Source: an optimization exercise on an open RTL-to-GDS flow (aim: small area, a short achievable clock period and few clock cycles per item). Production flows keep margins and buffers that such runs may drop.
Only simulation tests tie the RTL to the original design; equivalence was not proved.

==> flow/design.v <==
module adm_arb (
  input  wire          clk,
  input  wire          rst,
  input  wire          cfg_we,
  input  wire [5:0]    cfg_sess,
  input  wire [1:0]    cfg_class,
  input  wire [9:0]    cfg_quota,
  input  wire          st_we,
  input  wire [5:0]    st_sess,
  input  wire [39:0]   st_stamp,
  input  wire          start,
  input  wire          frame_first,
  input  wire [7:0]    die_slot,
  input  wire [511:0]  cand,
  output wire          ready,
  output reg           done,
  output reg  [7:0]    gnt_valid,
  output reg  [47:0]   gnt_sess
);
  localparam CLS_NORMAL = 2'd2;
  localparam CLS_BULK   = 2'd3;
  reg [127:0]  sess_class;     
  reg [639:0]  sess_quota;     
  reg [2559:0] sess_stamp;     
  reg [639:0]  used;           
  reg [63:0]   becalmed;
  reg [47:0]   rr_normal;
  reg [47:0]   rr_bulk;
  reg        busy;
  reg [2:0]  ch;
  assign ready = ~busy;
  wire [63:0] ch_cand = cand[ch*64 +: 64];
  wire        ch_slot = die_slot[ch];
  reg [63:0] elig;
  reg [63:0] is_normal;
  reg [63:0] is_bulk;
  integer i;
  always @* begin
    for (i = 0; i < 64; i = i + 1) begin
      elig[i]      = ch_slot & ch_cand[i] & ~becalmed[i];
      is_normal[i] = elig[i] & (sess_class[2*i +: 2] == CLS_NORMAL);
      is_bulk[i]   = elig[i] & (sess_class[2*i +: 2] == CLS_BULK);
    end
  end
  function older;
    input [39:0] x;
    input [39:0] y;
    reg   [39:0] d;
    begin
      d = x - y;
      older = d[39];
    end
  endfunction
  wire        t_v   [0:126];
  wire        t_cls [0:126];    
  wire [39:0] t_st  [0:126];
  wire [5:0]  t_id  [0:126];
  genvar g;
  generate
    for (g = 0; g < 64; g = g + 1) begin : leaf
      assign t_v[g]   = elig[g] & ~sess_class[2*g+1];
      assign t_cls[g] = sess_class[2*g];
      assign t_st[g]  = sess_stamp[40*g +: 40];
      assign t_id[g]  = g;
    end
    for (g = 64; g < 127; g = g + 1) begin : node
      localparam integer A = 2 * (g - 64);
      localparam integer B = A + 1;
      wire a_wins = t_v[A] & (~t_v[B] |
                              (t_cls[A] < t_cls[B]) |
                              ((t_cls[A] == t_cls[B]) & ~older(t_st[B], t_st[A])));
      assign t_v[g]   = t_v[A] | t_v[B];
      assign t_cls[g] = a_wins ? t_cls[A] : t_cls[B];
      assign t_st[g]  = a_wins ? t_st[A]  : t_st[B];
      assign t_id[g]  = a_wins ? t_id[A]  : t_id[B];
    end
  endgenerate
  wire       pri_v  = t_v[126];
  wire [5:0] pri_id = t_id[126];
  function [6:0] lowest;
    input [63:0] req;
    integer k;
    begin
      lowest = 7'd0;
      for (k = 63; k >= 0; k = k - 1)
        if (req[k]) lowest = {1'b1, k[5:0]};
    end
  endfunction
  function [6:0] rr_pick;    
    input [63:0] req;
    input [5:0]  ptr;
    reg   [6:0]  hi;
    begin
      hi = lowest(req & ({64{1'b1}} << ptr));
      rr_pick = hi[6] ? hi : lowest(req);
    end
  endfunction
  wire [6:0] nrm = rr_pick(is_normal, rr_normal[6*ch +: 6]);
  wire [6:0] blk = rr_pick(is_bulk,   rr_bulk[6*ch +: 6]);
  reg        dec_v;
  reg [5:0]  dec_s;
  always @* begin
    if (pri_v) begin
      dec_v = 1'b1;
      dec_s = pri_id;
    end else if (nrm[6]) begin
      dec_v = 1'b1;
      dec_s = nrm[5:0];
    end else if (blk[6]) begin
      dec_v = 1'b1;
      dec_s = blk[5:0];
    end else begin
      dec_v = 1'b0;
      dec_s = 6'd0;
    end
  end
  wire [9:0] dec_used  = used[10*dec_s +: 10];
  wire [9:0] dec_q     = sess_quota[10*dec_s +: 10];
  wire [9:0] dec_quota = (dec_q == 10'd0) ? 10'd1 : dec_q;
  wire [9:0] dec_next  = (dec_used == 10'h3FF) ? dec_used : dec_used + 10'd1;
  wire       dec_calm  = ~sess_class[2*dec_s+1] & (dec_next >= dec_quota);
  wire       frame_clear = ~busy & start & frame_first;
  wire       dec_grant   = busy & dec_v;
  generate
    for (g = 0; g < 64; g = g + 1) begin : sess
      always @(posedge clk) begin
        if (rst) begin
          sess_class[2*g +: 2]   <= CLS_NORMAL;
          sess_quota[10*g +: 10] <= 10'd0;
          sess_stamp[40*g +: 40] <= 40'd0;
          used[10*g +: 10]       <= 10'd0;
          becalmed[g]            <= 1'b0;
        end else begin
          if (cfg_we && cfg_sess == g) begin
            sess_class[2*g +: 2]   <= cfg_class;
            sess_quota[10*g +: 10] <= cfg_quota;
          end
          if (st_we && st_sess == g)
            sess_stamp[40*g +: 40] <= st_stamp;
          if (frame_clear) begin
            used[10*g +: 10] <= 10'd0;
            becalmed[g]      <= 1'b0;
          end else if (dec_grant && dec_s == g) begin
            used[10*g +: 10] <= dec_next;
            if (dec_calm)
              becalmed[g] <= 1'b1;
          end
        end
      end
    end
  endgenerate
  always @(posedge clk) begin
    if (rst) begin
      busy      <= 1'b0;
      ch        <= 3'd0;
      done      <= 1'b0;
      gnt_valid <= 8'd0;
      gnt_sess  <= 48'd0;
      rr_normal <= 48'd0;
      rr_bulk   <= 48'd0;
    end else begin
      done <= 1'b0;
      if (!busy) begin
        if (start) begin
          busy <= 1'b1;
          ch   <= 3'd0;
        end
      end else begin
        gnt_valid[ch]       <= dec_v;
        gnt_sess[ch*6 +: 6] <= dec_s;
        if (dec_v) begin
          if (!pri_v && nrm[6])
            rr_normal[6*ch +: 6] <= nrm[5:0] + 6'd1;
          else if (!pri_v && !nrm[6])
            rr_bulk[6*ch +: 6] <= blk[5:0] + 6'd1;
        end
        ch <= ch + 3'd1;
        if (ch == 3'd7) begin
          busy <= 1'b0;
          done <= 1'b1;
        end
      end
    end
  end
endmodule
==> flow/run.sh <==
#!/bin/bash
# synth_recipe.tcl (not shown) runs the flow's synth.tcl, then flattens the netlist and writes it again
# the make line also repeats each setting of config.mk as NAME=value (left out here)
make -C /OpenROAD-flow-scripts/flow DESIGN_CONFIG=/design/flow/config.mk WORK_HOME=/design/flow/orfs CLKGATE_MAP_FILE= SYNTH_SCRIPT=/design/flow/synth_recipe.tcl finish
==> flow/config.mk <==
export PLATFORM = sky130hd
export DESIGN_NAME = adm_arb
export DESIGN_NICKNAME = adm_arb
export VERILOG_FILES = /design/flow/design.v
export SDC_FILE = /design/flow/constraint.sdc
export NUM_CORES = 8
export LEC_CHECK = 0
export CAP_MARGIN = 20
export CORE_MARGIN = 2
export CORE_UTILIZATION = 30
export PLACE_DENSITY = 0.4
export SLEW_MARGIN = 20
==> flow/constraint.sdc <==
create_clock -name core_clock -period 36.0 [get_ports {clk}]
set_input_delay 7.2000 -clock core_clock [delete_from_list [all_inputs] [get_ports {clk}]]
set_output_delay 7.2000 -clock core_clock [all_outputs]
set_load 0.01 [all_outputs]
==> run summary, run 1 <==
status -> complete, no violations
Synth Warn # -> 1
final hold violations -> 0
Mapped Nets -> 39,562
I/O Buffers -> 647
pin count of the biggest net entering global routing -> 203
Syn Std Cell Area -> 0.2648 sq mm
Reg2Reg Launch Point -> ch[0]
Post-Synthesis Cells -> 36,500
crit-path max FO -> 64
clk_skew -> 69.95 ps
layout cell share with drive strength beyond 1 -> 9.682%
CTS tree -> done
Cell Area, Placed -> 0.2905 sq mm
Routed Antenna Nets -> 0
first-pass GRT wire length -> 2,120,000 um
I/O pin total -> 648
synthesized flop and latch total -> 4,189
vias in the first global route -> 250,002
DP Wirelength -> 1,195,000 um
number of synthesized flops with an enable pin -> 0
Worst Hold Class -> reg -> reg
Max H-tree Level -> 6
clock latency on the worst-skew pair -> 1170 ps
WP data required -> 36,980 ps
Worst-path clk slew -> 60 ps
Min Clock Period, post-route -> 34,940 ps
top_reg_cell synth -> dfxtp_1
Fmax -> 28.62 MHz
final WL -> 1,576,000 um
routability cong. -> 0.9906
Max Cap Viol -> 0
die footprint -> 0.8902 sq mm
fillers -> 93,023
DR WL/cell -> 32.07 um
CTS Root Cell -> clkbuf_16
core footprint -> 0.8810 sq mm
routed vias -> 269,882
starting density of the core -> 30.06%
Worst setup SP type -> primary input
top cells by area, synth -> dfxtp_1 32%, nand2_1 13%, ha_1 12%
commonest non-fill, non-tap cell in the layout -> nand2_1
Post-layout nets -> 39,864
P&R area growth vs syn -> 17.34%
crit path capture type -> flip-flop
hold_ws -> 451.4 ps
# hold bufs at CTS -> 0
post-synthesis area per instance -> 7.255 sq um
Yosys top cell by area -> dfxtp_1
Final Max Tran Viols -> 0
initial antenna violation count -> 212
Post-Layout Cell Count -> 49,139
final worst slack -> 1058 ps
FP Rows -> 345
Slew HR -> 8.245%
Worst-Margin Slew -> 1376 ps
crit-path most repeated cell -> buf_4
1st-iter DRT viols -> 27,351
Clock Sinks -> 4,189
slowest stage delay, CP -> 720 ps
Seq/Total Area, Yosys -> 31.67%
Worst Min Path Start -> sess_quota[505]
drt drc -> 0
commonest non-fill, non-tap cells in the layout -> 9,350 x nand2_1, 5,544 x a21oi_1, 4,186 x dfxtp_1
design area -> 0.3107 sq mm
Yosys top cell area share -> 31.67%
post-synthesis cell type count -> 131
# setup viols final -> 0
die height -> 943.5 um
Post-synth ARST share -> 0%
total CTS buffers -> 555
gr usage total -> 33.62%
CP Data Arrival Time -> 35,920 ps
crit path from -> die_slot[0]
placed cell count -> 47,984
Crit Path Category -> in -> reg
fin crit share -> 97.06%
Remaining Overflow, GRT -> 0
die width -> 943.5 um
Via density -> 5.492
Place WS -> -1522 ps
first drt pass iteration count -> 6
Clock Tree Buf Depth -> 4
highest-delay cell along the critical path -> o31ai_2
==> cell type report <==
class,instances,area [sq um],area share (%)
Inverter,2001,7516,2.419
Timing Repair Buffer,2218,19490,6.274
Clock inverter,182,2472,0.7957
Tap cell,11798,14760,4.751
Clock buffer,798,16260,5.233
Sequential cell,4189,83870,26.99
Antenna cell,116,290.3,0.09343
Multi-Input combinational cell,27837,166000,53.44
==> critical path: cells and delay by family <==
kind | cells | cell delay, ps
buf+inv | 24 | 5710
compound gates | 57 | 13360
simple gates | 41 | 6030
fa+ha+maj | 6 | 1670
xor+xnor | 3 | 770
mux | 2 | 730
==> per-layer routing <==
layer / global-route usage [%] / vias to the layer above / part of all wire [%]
li1: - / 125886 / -
met1: 45.59 / 132815 / 45
met2: 52.95 / 9223 / 44
met3: 5.533 / 1894 / 6.6
met4: 13.90 / 64 / 4.9
met5: 0 / - / 0.027
==> synth_stat cells (125+ instances only) <==
master       n
nand2_1   9397
o21a_1     207
o21ai_0   1492
a211oi_1   162
clkbuf_1  2000
buf_2      183
o211ai_1   192
inv_1     1997
a22oi_1    156
dfxtp_1   4189
buf_1      222
nor3_1     256
mux4_2     155
nand2b_1   207
nand4_1    441
a21o_1     399
o31ai_1    135
a21oi_1   5593
nand3_1   1135
nor2_1    2035
nor2b_1    265
and3_1     125
mux2_2     327
ha_1      2471
mux2i_1   1028
==> path summary, 6_finish.rpt <==
path	endpoint	slack [ps]	depth (start not counted)
worst min-delay path	sess_quota[505]	450	2
worst max register to register	becalmed[9]	5990	133
worst max-delay path	becalmed[9]	1060	133
worst min register to register	sess_quota[505]	450	2
==> registers in the layout, indices dropped and copies added, names as in the netlist <==
register    flops
sess_stamp   2560
sess_quota    640
used          640
sess_class    128
becalmed       64
gnt_sess       48
rr_bulk        48
rr_normal      48
gnt_valid       8
ch              3
busy            1
done            1
==> per-stage QoR <==
step | util, % | TNS [ps]
finish | 35.27 | 0
global placement | 32.92 | -787300
CTS | 35.10 | 0
detailed placement | 32.97 | -118590
global route | 35.24 | -93.68
floorplan | - | 0
==> logic make-up (layout without fill, tap and decap cells) <==
family	after synthesis	in the layout	synth area share [%]
other	0	116	0
buffers and inverters	4484	5199	6.602
flip-flops	4189	4189	31.67
AO/OA/AOI/OAI	9316	9322	20.24
multiplexers	1517	1520	6.634
AND/OR/NAND/NOR	14408	14409	22.78
adder cells (fa/ha/maj)	2472	2472	11.68
XOR/XNOR	114	114	0.3912
==> what timing repair did <==
action                                  4_1_cts  5_1_grt
resized for setup                             6      144
pin swaps                                     2       17
buffers inserted                              2       44
cloned                                        0       11
endpoints found under the setup margin       64      501
Testbench counts, summed over its fixed seeds: cycles 162,178, slots 16,000.
==> run 2: changes to the inputs <==
--- a/flow/design.v
+++ b/flow/design.v
@@ -149,6 +149,21 @@
       end
     end
   endgenerate
+  reg [2:0] first_ch, next_ch;
+  reg       next_v;
+  integer n;
+  always @* begin
+    first_ch = 3'd0;
+    for (n = 7; n >= 0; n = n - 1)
+      if (die_slot[n]) first_ch = n;
+    next_ch = 3'd0;
+    next_v  = 1'b0;
+    for (n = 7; n >= 0; n = n - 1)
+      if (die_slot[n] && n > ch) begin
+        next_ch = n;
+        next_v  = 1'b1;
+      end
+  end
   always @(posedge clk) begin
     if (rst) begin
       busy      <= 1'b0;
@@ -162,8 +177,13 @@
       done <= 1'b0;
       if (!busy) begin
         if (start) begin
-          busy <= 1'b1;
-          ch   <= 3'd0;
+          gnt_valid <= 8'd0;
+          if (die_slot == 8'd0)
+            done <= 1'b1;
+          else begin
+            busy <= 1'b1;
+            ch   <= first_ch;
+          end
         end
       end else begin
         gnt_valid[ch]       <= dec_v;
@@ -174,8 +194,8 @@
           else if (!pri_v && !nrm[6])
             rr_bulk[6*ch +: 6] <= blk[5:0] + 6'd1;
         end
-        ch <= ch + 3'd1;
-        if (ch == 3'd7) begin
+        ch <= next_ch;
+        if (!next_v) begin
           busy <= 1'b0;
           done <= 1'b1;
         end
==> run 2 against run 1 <==
Compared with the run above: global-route usage up 0.22 points; clock-buffer cell count up 37; die area up 0.12%; area after synthesis up 0.12%.
==> run summary, run 2 <==
status -> complete, no violations
Min Clock Period, post-route -> 35,080 ps (+140.3 ps)
first drt pass iteration count -> 6 (unchanged)
drt drc -> 0 (unchanged)
Final Max Tran Viols -> 0 (unchanged)
I/O pin total -> 648 (unchanged)
commonest non-fill, non-tap cells in the layout -> 9,640 x nand2_1, 4,923 x a21oi_1, 4,185 x dfxtp_1
highest-delay cell along the critical path -> o211ai_1
total CTS buffers -> 591 (+6.5%)
final worst slack -> 917.3 ps (-140.3 ps)
gr usage total -> 33.84% (+0.22 points)
clock latency on the worst-skew pair -> 1180 ps (about the same)
top cells by area, synth -> dfxtp_1 32%, nand2_1 14%, ha_1 12%
starting density of the core -> 30.06% (about the same)
Worst-Margin Slew -> 1269 ps (-107.5 ps)
crit-path max FO -> 64 (unchanged)
Max H-tree Level -> 6 (unchanged)
slowest stage delay, CP -> 870 ps (+150 ps)
routability cong. -> 1.006 (+1.6%)
commonest non-fill, non-tap cell in the layout -> nand2_1
Worst-path clk slew -> 60 ps (about the same)
die width -> 944.1 um (about the same)
Post-synth ARST share -> 0% (unchanged)
final hold violations -> 0 (unchanged)
1st-iter DRT viols -> 29,590 (+8.2%)
Fmax -> 28.50 MHz (-0.40%)
count leader, synth -> nand2_1
layout cell share with drive strength beyond 1 -> 10.32% (+0.63 points)
P&R area growth vs syn -> 18.47%
post-synthesis area per instance -> 7.372 sq um (+1.6%)
CTS Root Cell -> clkbuf_16
Largest Register -> sess_stamp
Yosys top cell by area -> dfxtp_1
Clock Sinks -> 4,189 (unchanged)
Routed Antenna Nets -> 0 (unchanged)
pin count of the biggest net entering global routing -> 201 (-0.99%)
CTS tree -> done
top_reg_cell synth -> dfxtp_1
clk_skew -> 105.1 ps (+35.18 ps)
Mapped Nets -> 39,030 (-1.3%)
Worst Min Path Start -> sess_stamp[1693]
Syn Std Cell Area -> 0.2651 sq mm (+0.12%)
Via density -> 5.531 (+0.71%)
die footprint -> 0.8913 sq mm (+0.12%)
die height -> 944.1 um (about the same)
first-pass GRT wire length -> 2,121,000 um (about the same)
core footprint -> 0.8819 sq mm (about the same)
# hold bufs at CTS -> 0 (unchanged)
DP Wirelength -> 1,211,000 um (+1.4%)
Max Cap Viol -> 0 (unchanged)
Remaining Overflow, GRT -> 0 (unchanged)
top flop regs -> sess_stamp x2560, sess_quota x640, used x640
synthesized flop and latch total -> 4,189 (unchanged)
Worst setup SP type -> primary input
Synth Warn # -> 1 (unchanged)
WP data required -> 36,940 ps (-40 ps)
hold_ws -> 452.3 ps (+0.8750 ps)
crit path from -> die_slot[6]
CP Data Arrival Time -> 36,020 ps (+100 ps)
most frequent cells after synthesis -> 9,692 x nand2_1, 4,963 x a21oi_1, 4,189 x dfxtp_1
Reg2Reg Launch Point -> ch[0]
DR WL/cell -> 32.09 um (about the same)
fin crit share -> 97.45% (+0.39 points)
FP Rows -> 345 (unchanged)
vias in the first global route -> 249,898 (-0.042%)
# setup viols final -> 0 (unchanged)
crit-path most repeated cell -> buf_4
I/O Buffers -> 647 (unchanged)
flip-flop count of the largest register after layout -> 2,560 (unchanged)
number of synthesized flops with an enable pin -> 0 (unchanged)
Slew HR -> 15.41% (+7.2 points)
Post-layout nets -> 39,622 (-0.61%)
routed vias -> 271,923 (+0.76%)
crit path capture type -> flip-flop
initial antenna violation count -> 253 (+19%)
Crit Path Category -> in -> reg
final WL -> 1,577,000 um (about the same)
Post-Synthesis Cells -> 35,964 (-1.5%)
Place WS -> -1825 ps (-303.0 ps)
Worst Hold Class -> reg -> reg
Clock Tree Buf Depth -> 5 (+1)
post-synthesis cell type count -> 127 (-3.1%)
Yosys top cell area share -> 31.63% (-0.039 points)
Seq/Total Area, Yosys -> 31.63% (-0.039 points)
[run 2: kinds of logic after synthesis]
| logic type | count (synthesis) | share of synthesized area [%] |
|---|---|---|
| AOI/OAI and AO/OA | 8848 | 19.36 |
| DFF | 4189 | 31.63 |
| muxes | 1939 | 8.352 |
| adders and majority gates | 2476 | 11.69 |
| xor gates and xnor gates | 109 | 0.3780 |
| buffers and inverters | 4429 | 6.491 |
| and+or+nand+nor | 13974 | 22.10 |
[run 2: worst max-delay path, delay by kind of cell]
kind / cells / cell delay (ps)
adders and majority gates: 6 / 1620
xor gates and xnor gates: 1 / 160
muxes: 6 / 1800
AOI/OAI and AO/OA: 52 / 12350
and+or+nand+nor: 37 / 6490
buffers and inverters: 27 / 5980
[run 2: path summary, 6_finish.rpt]
kind                 endpoint  slack, ps  cells after the start
max              becalmed[60]        920                    129
min reg2reg  sess_stamp[1693]        450                      2
max reg2reg      becalmed[60]       5360                    130
min          sess_stamp[1693]        450                      2
[run 2: area by class of cell]
cell class,instances,area [sq um]
well taps,11798,14760
clock buffers,835,17020
repair buffers,2414,21590
multi-input cells,27349,166200
diodes,407,1018
fillers,92514,567800
clock inverters,157,2043
flip-flops and latches,4189,83880
inverters,2011,7559
[run 2: per-layer routing]
| layer | global-route usage (%) | vias up | share of wire [%] |
|---|---|---|---|
| li1 | - | 125444 | - |
| met1 | 45.28 | 133510 | 44 |
| met2 | 52.20 | 10697 | 43 |
| met3 | 5.638 | 2214 | 6.9 |
| met4 | 17.81 | 58 | 6.0 |
| met5 | 0 | - | 0.025 |
[run 2: per-stage QoR]
step | utilization (%) | std cells | area (sq um) | TNS (ps)
final | 35.62 | 49160 | 314100 | 0
after global routing | 35.60 | 49092 | 313900 | -358.6
after CTS | 35.42 | 48728 | 312400 | 0
after detailed placement | 33.25 | 47734 | 293200 | -290980
after global placement | 33.20 | 47719 | 292800 | -395510
after floorplan | - | 35964 | 265100 | 0
[run 2: what timing repair did]
item | CTS | global route
gates cloned | 1 | 2
pin swaps | 2 | 8
endpoints found under the setup margin | 64 | 617
setup buffers | 1 | 18
gates resized for setup | 20 | 84
Testbench counts of run 2, summed over its fixed seeds: cycles 81,799, slots 16,000.
==> run 3: changes to the inputs <==
--- a/flow/design.v
+++ b/flow/design.v
@@ -124,19 +124,16 @@
   generate
     for (g = 0; g < 64; g = g + 1) begin : sess
       always @(posedge clk) begin
+        if (cfg_we && cfg_sess == g) begin
+          sess_class[2*g +: 2]   <= cfg_class;
+          sess_quota[10*g +: 10] <= cfg_quota;
+        end
+        if (st_we && st_sess == g)
+          sess_stamp[40*g +: 40] <= st_stamp;
         if (rst) begin
-          sess_class[2*g +: 2]   <= CLS_NORMAL;
-          sess_quota[10*g +: 10] <= 10'd0;
-          sess_stamp[40*g +: 40] <= 40'd0;
           used[10*g +: 10]       <= 10'd0;
           becalmed[g]            <= 1'b0;
         end else begin
-          if (cfg_we && cfg_sess == g) begin
-            sess_class[2*g +: 2]   <= cfg_class;
-            sess_quota[10*g +: 10] <= cfg_quota;
-          end
-          if (st_we && st_sess == g)
-            sess_stamp[40*g +: 40] <= st_stamp;
           if (frame_clear) begin
             used[10*g +: 10] <= 10'd0;
             becalmed[g]      <= 1'b0;
--- a/flow/config.mk
+++ b/flow/config.mk
@@ -9,4 +9,5 @@
 export CORE_MARGIN = 2
 export CORE_UTILIZATION = 30
 export PLACE_DENSITY = 0.4
+export SETUP_SLACK_MARGIN = 5
 export SLEW_MARGIN = 20
==> run 3 against run 2 <==
Compared with the run above: sequential share of layout area increased by 11 points; critical path depth increased by 1; clock skew is 2.1 ps lower; die area is 5.8% lower; worst setup slack improved by 4300 ps; critical endpoint is now becalmed[43]; fmax increased by 14%; flip-flop and latch count did not move; global-route usage shrank 5.6 points; worst hold slack better by 15 ps; register-to-register slack improved by 4100 ps.
==> run summary, run 3 <==
routability cong. -> 0.9819 (-2.4%)
Max H-tree Level -> 6 (unchanged)
FP Rows -> 335 (-2.9%)
Yosys top cell by area -> edfxtp_1
final hold violations -> 0 (unchanged)
setup slack, reg-to-reg -> 9460 ps (+4100 ps)
count leader, synth -> edfxtp_1
CP Data Arrival Time -> 31,760 ps (-4260 ps)
P&R area growth vs syn -> 24.72%
worst setup path end -> becalmed[43]
commonest non-fill, non-tap cells in the layout -> 3,328 x edfxtp_1, 2,602 x nand2_1, 2,409 x ha_1
WP data required -> 36,950 ps (about the same)
Worst Hold Class -> reg -> reg
DR WL/cell -> 32.33 um (+0.76%)
first-pass GRT wire length -> 1,668,000 um (-21%)
R2R depth -> 131 (+0.77%)
total CTS buffers -> 539 (-8.8%)
starting density of the core -> 30.05% (about the same)
Clock Tree Buf Depth -> 4 (-1)
Worst-path clk slew -> 60 ps (about the same)
routed vias -> 211,869 (-22%)
crit-path most repeated cell -> buf_4
most frequent cells after synthesis -> 3,328 x edfxtp_1, 2,631 x nand2_1, 2,476 x ha_1
Mapped Nets -> 28,114 (-28%)
Remaining Overflow, GRT -> 0 (unchanged)
drt drc -> 0 (unchanged)
synthesized-area fraction occupied by adder cells -> 12.42% (+0.73 points)
Largest Register -> sess_stamp
status -> complete, no violations
xor and xnor fraction of the mapped netlist area -> 0.4431% (+0.065 points)
top_reg_cell synth -> edfxtp_1
crit path capture type -> flip-flop
Reg2Reg Launch Point -> ch[2]
layout cell share with drive strength beyond 1 -> 16.95% (+6.6 points)
DP Wirelength -> 938,200 um (-23%)
post-synthesis cell type count -> 129 (+1.6%)
Synth Area in Compound Gates -> 14.69% (-4.7 points)
Final Max Tran Viols -> 0 (unchanged)
FF-to-FF End -> becalmed[43]
simple-gate share of the synthesized area -> 13.99% (-8.1 points)
final WL -> 1,253,000 um (-21%)
die height -> 916.2 um (-3.0%)
crit-path max FO -> 12 (-81%)
Max Cap Viol -> 0 (unchanged)
Cell Area, Placed -> 0.2778 sq mm (-5.3%)
Via density -> 5.466 (-1.2%)
number of synthesized flops with an enable pin -> 3,328 (+3,328)
Crit Path Category -> in -> reg
fin crit share -> 85.57% (-12 points)
# setup viols final -> 0 (unchanged)
CTS Root Cell -> clkbuf_16
post-synthesis area per instance -> 9.967 sq um (+35%)
Syn Std Cell Area -> 0.2496 sq mm (-5.8%)
Worst setup SP type -> primary input
CTS tree -> done
Worst-Margin Slew -> 1364 ps (+95.39 ps)
clock latency on the worst-skew pair -> 1150 ps (-30 ps)
Post-synth ARST share -> 0% (unchanged)
I/O Buffers -> 647 (unchanged)
top cells by area, synth -> edfxtp_1 40%, ha_1 12%, dfxtp_1 6.9%
synthesized flop and latch total -> 4,189 (unchanged)
vias in the first global route -> 198,834 (-20%)
die footprint -> 0.8395 sq mm (-5.8%)
Synth Warn # -> 1 (unchanged)
hold_ws -> 466.8 ps (+14.55 ps)
die width -> 916.2 um (-3.0%)
commonest non-fill, non-tap cell in the layout -> edfxtp_1
Routed Antenna Nets -> 0 (unchanged)
Fmax -> 32.46 MHz (+14%)
gr usage total -> 28.29% (-5.6 points)
pin count of the biggest net entering global routing -> 173 (-14%)
Seq/Total Area, Yosys -> 46.94% (+15 points)
Clock Sinks -> 4,189 (unchanged)
Yosys top cell area share -> 40.03% (+8.4 points)
1st-iter DRT viols -> 22,080 (-25%)
Slew HR -> 8.277% (-7.1 points)
design area -> 0.3114 sq mm (-0.87%)
Post-Synthesis Cells -> 25,047 (-30%)
I/O pin total -> 648 (unchanged)
crit path from -> cand[449]
clk_skew -> 103.0 ps (-2.114 ps)
highest-delay cell along the critical path -> dlymetal6s2s_1
mux contribution to synthesized area -> 6.507% (-1.8 points)
Min Clock Period, post-route -> 30,800 ps (-4278 ps)
initial antenna violation count -> 205 (-19%)
Post-layout nets -> 30,134 (-24%)
top flop regs -> sess_stamp x2560, sess_quota x640, used x640
flip-flop count of the largest register after layout -> 2,560 (unchanged)
core footprint -> 0.8308 sq mm (-5.8%)
main combinational cell family by area after synthesis -> compound AO/OA/AOI/OAI gates
slowest stage delay, CP -> 580 ps (-290 ps)
RSZ-0062 raised after global routing -> true
first drt pass iteration count -> 8 (+2)
run 3: changes by cell type after synthesis, moves of 744 or more:
cell      change
nor2_1      +744
a21oi_1    -2677
clkbuf_1   -1243
nand2_1    -7061
dfxtp_1    -3328
edfxtp_1   +3328
run 3: what timing repair did:
item	4_1_cts	5_1_grt
buffers inserted	231	294
endpoints found under the hold margin	0	0
resized for setup	799	1208
hold buffers	0	0
gates cloned	58	54
pin swaps	121	375
endpoints found under the setup margin	752	704
run 3: worst min-delay path by stage:
stage	start	endpoint	slack [ps]	cells after the start
finish	used[186]	used[186]	470	2
global route	used[489]	used[489]	490	2
CTS	used[186]	used[186]	470	2
detailed placement	used[186]	used[186]	460	2
global placement	used[299]	used[299]	450	2
floorplan	becalmed[50]	becalmed[50]	440	2
run 3: area by class of cell:
class	count	area (sq um)
Antenna cell	156	390.4
Clock buffer	665	14440
Clock inverter	296	3292
Fill cell	82601	519400
Inverter	2073	7861
Multi-Input combinational cell	17745	129000
Sequential cell	4189	117200
Tap cell	11121	13910
Timing Repair Buffer	2516	25290
Timing Repair inverter	3	26.28
run 3: kinds of logic (layout without fill, tap and decap cells):
family,Yosys count,count (layout)
other cells,0,156
mux,1391,1392
buf+inv,3142,5553
simple gates,7753,7769
xor+xnor,119,119
flops,4189,4189
fa+ha+maj,2478,2478
compound gates,5975,5987
run 3: critical path, delay by kind of cell:
kind                     cells  cell delay [ps]
buffers and inverters       28             5310
adder cells (fa/ha/maj)      6             1530
AO/OA/AOI/OAI               54            10090
AND/OR/NAND/NOR             38             5980
multiplexers                 4             1440
run 3: layer usage:
layer | track usage, % | part of all wire (%) | up-vias
li1 | - | - | 96280
met1 | 38.85 | 44 | 106026
met2 | 45.01 | 45 | 7945
met3 | 4.515 | 7.0 | 1588
met4 | 10.34 | 4.3 | 30
met5 | 0 | 0.017 | -
run 3: stage by stage:
step / setup TNS, ps / setup WS, ps / util, % / instances
after floorplan: 0 / 5006 / - / 25047
after global placement: -489830 / -2573 / 33.43 / 37007
after detailed placement: -441900 / -2379 / 33.44 / 37009
after CTS: 0 / 4462 / 36.38 / 38259
after global routing: 0 / 4449 / 37.45 / 38684
final: 0 / 5195 / 37.48 / 38764
Testbench counts of run 3, summed over its fixed seeds: cycles 81,799, slots 16,000.
==> run 4: changes to the inputs <==
==> flow/config.mk (replaced) <==
export PLATFORM = sky130hd
export DESIGN_NAME = adm_arb
export DESIGN_NICKNAME = adm_arb
export VERILOG_FILES = /design/flow/design.v
export SDC_FILE = /design/flow/constraint.sdc
export NUM_CORES = 8
export LEC_CHECK = 0
export CAP_MARGIN = 10
export CORE_MARGIN = 2
export CORE_UTILIZATION = 30
export PLACE_DENSITY = 0.45
export SETUP_SLACK_MARGIN = 5
export SLEW_MARGIN = 10
==> run 4 against run 3 <==
Compared with the run above: final cell count decreased by 0.46%; global-route usage decreased by 0.70 points; via count increased by 0.60%; sequential share of layout area increased by 0.51 points; first-iteration DRC count increased by 12%; register-to-register slack got worse by 460 ps.
==> run summary, run 4 <==
Clock Sinks -> 4,189 (unchanged)
CP Data Arrival Time -> 32,590 ps (+830 ps)
top flop regs -> sess_stamp x2560, sess_quota x640, used x640
most frequent cells after synthesis -> 3,328 x edfxtp_1, 2,631 x nand2_1, 2,476 x ha_1
Largest Register -> sess_stamp
clk_skew -> 158.2 ps (+55.19 ps)
vias in the first global route -> 200,226 (+0.70%)
Yosys top cell area share -> 40.03% (unchanged)
commonest non-fill, non-tap cell in the layout -> edfxtp_1
commonest non-fill, non-tap cells in the layout -> 3,328 x edfxtp_1, 2,607 x nand2_1, 2,442 x ha_1
layout cell share with drive strength beyond 1 -> 15.47% (-1.5 points)
crit path capture type -> flip-flop
Fmax -> 31.68 MHz (-2.4%)
Worst-path clk slew -> 60 ps (about the same)
synthesized flop and latch total -> 4,189 (unchanged)
FF-to-FF End -> becalmed[20]
Min Clock Period, post-route -> 31,570 ps (+762.9 ps)
RSZ-0062 raised after global routing -> true
Post-Route Utilization -> 36.98% (-0.50 points)
Worst Hold Class -> reg -> reg
1st-iter DRT viols -> 24,826 (+12%)
top cells by area, synth -> edfxtp_1 40%, ha_1 12%, dfxtp_1 6.9%
post-synthesis area per instance -> 9.967 sq um (unchanged)
Syn Std Cell Area -> 0.2496 sq mm (unchanged)
# hold bufs at CTS -> 0 (unchanged)
die footprint -> 0.8395 sq mm (unchanged)
clock latency on the worst-skew pair -> 1190 ps (+40 ps)
status -> complete, no violations
Post-synth ARST share -> 0% (unchanged)
Remaining Overflow, GRT -> 0 (unchanged)
Max Cap Viol -> 0 (unchanged)
initial antenna violation count -> 217 (+5.9%)
number of synthesized flops with an enable pin -> 3,328 (unchanged)
FP Rows -> 335 (unchanged)
area taken by multi-input logic gates -> 0.1271 sq mm (-1.4%)
die height -> 916.2 um (unchanged)
post-synthesis cell type count -> 129 (unchanged)
pin count of the biggest net entering global routing -> 168 (-2.9%)
Cell Area, Placed -> 0.2769 sq mm (-0.30%)
Place WS -> -826.7 ps (+1552 ps)
crit path from -> die_slot[1]
final worst slack -> 4432 ps (-762.9 ps)
Worst-Margin Slew -> 1352 ps (-12.43 ps)
Synth Warn # -> 1 (unchanged)
Yosys top cell by area -> edfxtp_1
count leader, synth -> edfxtp_1
first-pass GRT wire length -> 1,636,000 um (-2.0%)
P&R area growth vs syn -> 23.06%
gr usage total -> 27.59% (-0.70 points)
routed vias -> 213,137 (+0.60%)
I/O Buffers -> 647 (unchanged)
DP Wirelength -> 907,900 um (-3.2%)
Slew HR -> 9.340% (+1.1 points)
Final Max Tran Viols -> 0 (unchanged)
DR WL/cell -> 31.53 um (-2.5%)
worst setup path end -> becalmed[20]
Post-Synthesis Cells -> 25,047 (unchanged)
Routed Antenna Nets -> 0 (unchanged)
final WL -> 1,217,000 um (-2.9%)
WP data required -> 37,030 ps (+80 ps)
Max H-tree Level -> 6 (unchanged)
drt drc -> 0 (unchanged)
Mapped Nets -> 28,114 (unchanged)
Crit Path Category -> in -> reg
routability cong. -> 1.012 (+3.0%)
die width -> 916.2 um (unchanged)
Via density -> 5.524 (+1.1%)
fin crit share -> 87.69% (+2.1 points)
highest-delay cell along the critical path -> a21oi_1
Clock Tree Buf Depth -> 4 (unchanged)
setup TNS -> 0 ps (unchanged)
final hold violations -> 0 (unchanged)
Worst setup SP type -> primary input
Seq/Total Area, Yosys -> 46.94% (unchanged)
total CTS buffers -> 526 (-2.4%)
Post-layout nets -> 29,971 (-0.54%)
slowest stage delay, CP -> 810 ps (+230 ps)
CTS Root Cell -> clkbuf_16
starting density of the core -> 30.05% (unchanged)
crit-path max FO -> 13 (+1)
fillers -> 82,717 (+0.14%)
CTS tree -> done
register area -> 0.1172 sq mm (unchanged)
# setup viols final -> 0 (unchanged)
core footprint -> 0.8308 sq mm (unchanged)
setup slack, reg-to-reg -> 9000 ps (-460 ps)
crit-path most repeated cell -> a21oi_2
flip-flop count of the largest register after layout -> 2,560 (unchanged)
first drt pass iteration count -> 8 (unchanged)
I/O pin total -> 648 (unchanged)
design area -> 0.3072 sq mm (-1.3%)
top_reg_cell synth -> edfxtp_1
R2R depth -> 139 (+6.1%)
Reg2Reg Launch Point -> ch[1]
run 4: cell counts after synthesis:
No cell type changed its count.
run 4: final cells by class:
class                   count  share of cell area, %
repair buffers           2362                  7.578
diodes                    134                 0.1092
clock buffers             673                  4.627
inverters                2073                  2.563
flip-flops and latches   4189                  38.15
multi-input cells       17747                  41.37
well taps               11121                  4.529
clock inverters           281                  1.060
repair inverters            5                0.01548
run 4: repair_timing:
action / CTS / global route
pin swaps: 145 / 210
setup buffers: 283 / 182
gates resized for setup: 898 / 581
endpoints found under the setup margin: 750 / 574
gates cloned: 65 / 23
run 4: layer usage:
layer  track usage, %  vias up  share of wire, %
met4            12.44       48               5.3
met5                0        -             0.026
met2            42.60     9039                44
li1                 -    95885                 -
met3            5.093     1838               8.0
met1            37.61   106327                43
run 4: logic make-up (layout without fill, tap and decap cells):
family | Yosys count | after routing | synth area share [%]
AOI/OAI and AO/OA | 5975 | 5989 | 14.69
xor gates and xnor gates | 119 | 119 | 0.4431
muxes | 1391 | 1392 | 6.507
DFF | 4189 | 4189 | 46.94
other | 0 | 134 | 0
and+or+nand+nor | 7753 | 7769 | 13.99
buffers and inverters | 3142 | 5394 | 5.008
adders and majority gates | 2478 | 2478 | 12.42
run 4: through the flow:
stage	instances	hold WS, ps
2_1_floorplan	25047	437.3
3_3_place_gp	36940	449.9
3_5_place_dp	36943	458.0
4_1_cts	38245	466.1
5_1_grt	38512	481.6
6_report	38585	464.9
run 4: critical path: cells and delay by family:
kind / cells / cell delay (ps)
AOI/OAI and AO/OA: 47 / 9990
xor gates and xnor gates: 2 / 290
adders and majority gates: 6 / 1820
buffers and inverters: 34 / 5760
muxes: 6 / 1640
and+or+nand+nor: 37 / 5610
run 4: worst min path at each step:
stage                      start           end  slack, ps  cells past startpoint
floorplan           becalmed[50]  becalmed[50]        440                      2
global placement       used[439]     used[439]        450                      2
detailed placement     used[576]     used[576]        460                      2
CTS                     used[76]      used[76]        470                      2
global route           used[556]     used[556]        480                      2
finish                  used[76]      used[76]        460                      2

==> afterwards: timing with drivers on the ports <==
How much do the figures lean on ideal ports? The routed layouts below were timed once more, with nothing changed but the port constraints.
Step 1: set_driving_cell puts a clkbuf_16 on clk and a buf_2 on each other input, an assumption about the parent block.
Step 2, shift: input delay + t, output delay - t, t = (earliest + latest rising clock arrival at the registers) / 2. This alone moves slack from input paths to output paths.
a / b / c = no drivers / after step 1 / after step 2; a / b = the first two.
| run | shift t [ns] | setup WS [ns] | worst setup path after step 2 | latest minus earliest clock arrival (ns) | worst register clock-pin slew, ns |
|---|---|---|---|---|---|
| run 1 | 1.292 | 1.058 / 1.183 / -0.109 | input to register | 0.073 / 0.072 | 0.08 / 0.08 |
| run 2 | 1.283 | 0.917 / 0.871 / -0.411 | input to register | 0.120 / 0.119 | 0.07 / 0.07 |
| run 3 | 1.239 | 5.195 / 5.021 / 3.782 | input to register | 0.104 / 0.103 | 0.07 / 0.07 |
| run 4 | 1.258 | 4.432 / 4.281 / 3.023 | input to register | 0.158 / 0.158 | 0.07 / 0.07 |
Met with ideal ports but missed after step 2: setup timing in run 1 and run 2. For run 3, which loses most, drivers alone change the setup slack by -0.174 ns; drivers and shift together by -1.413 ns.
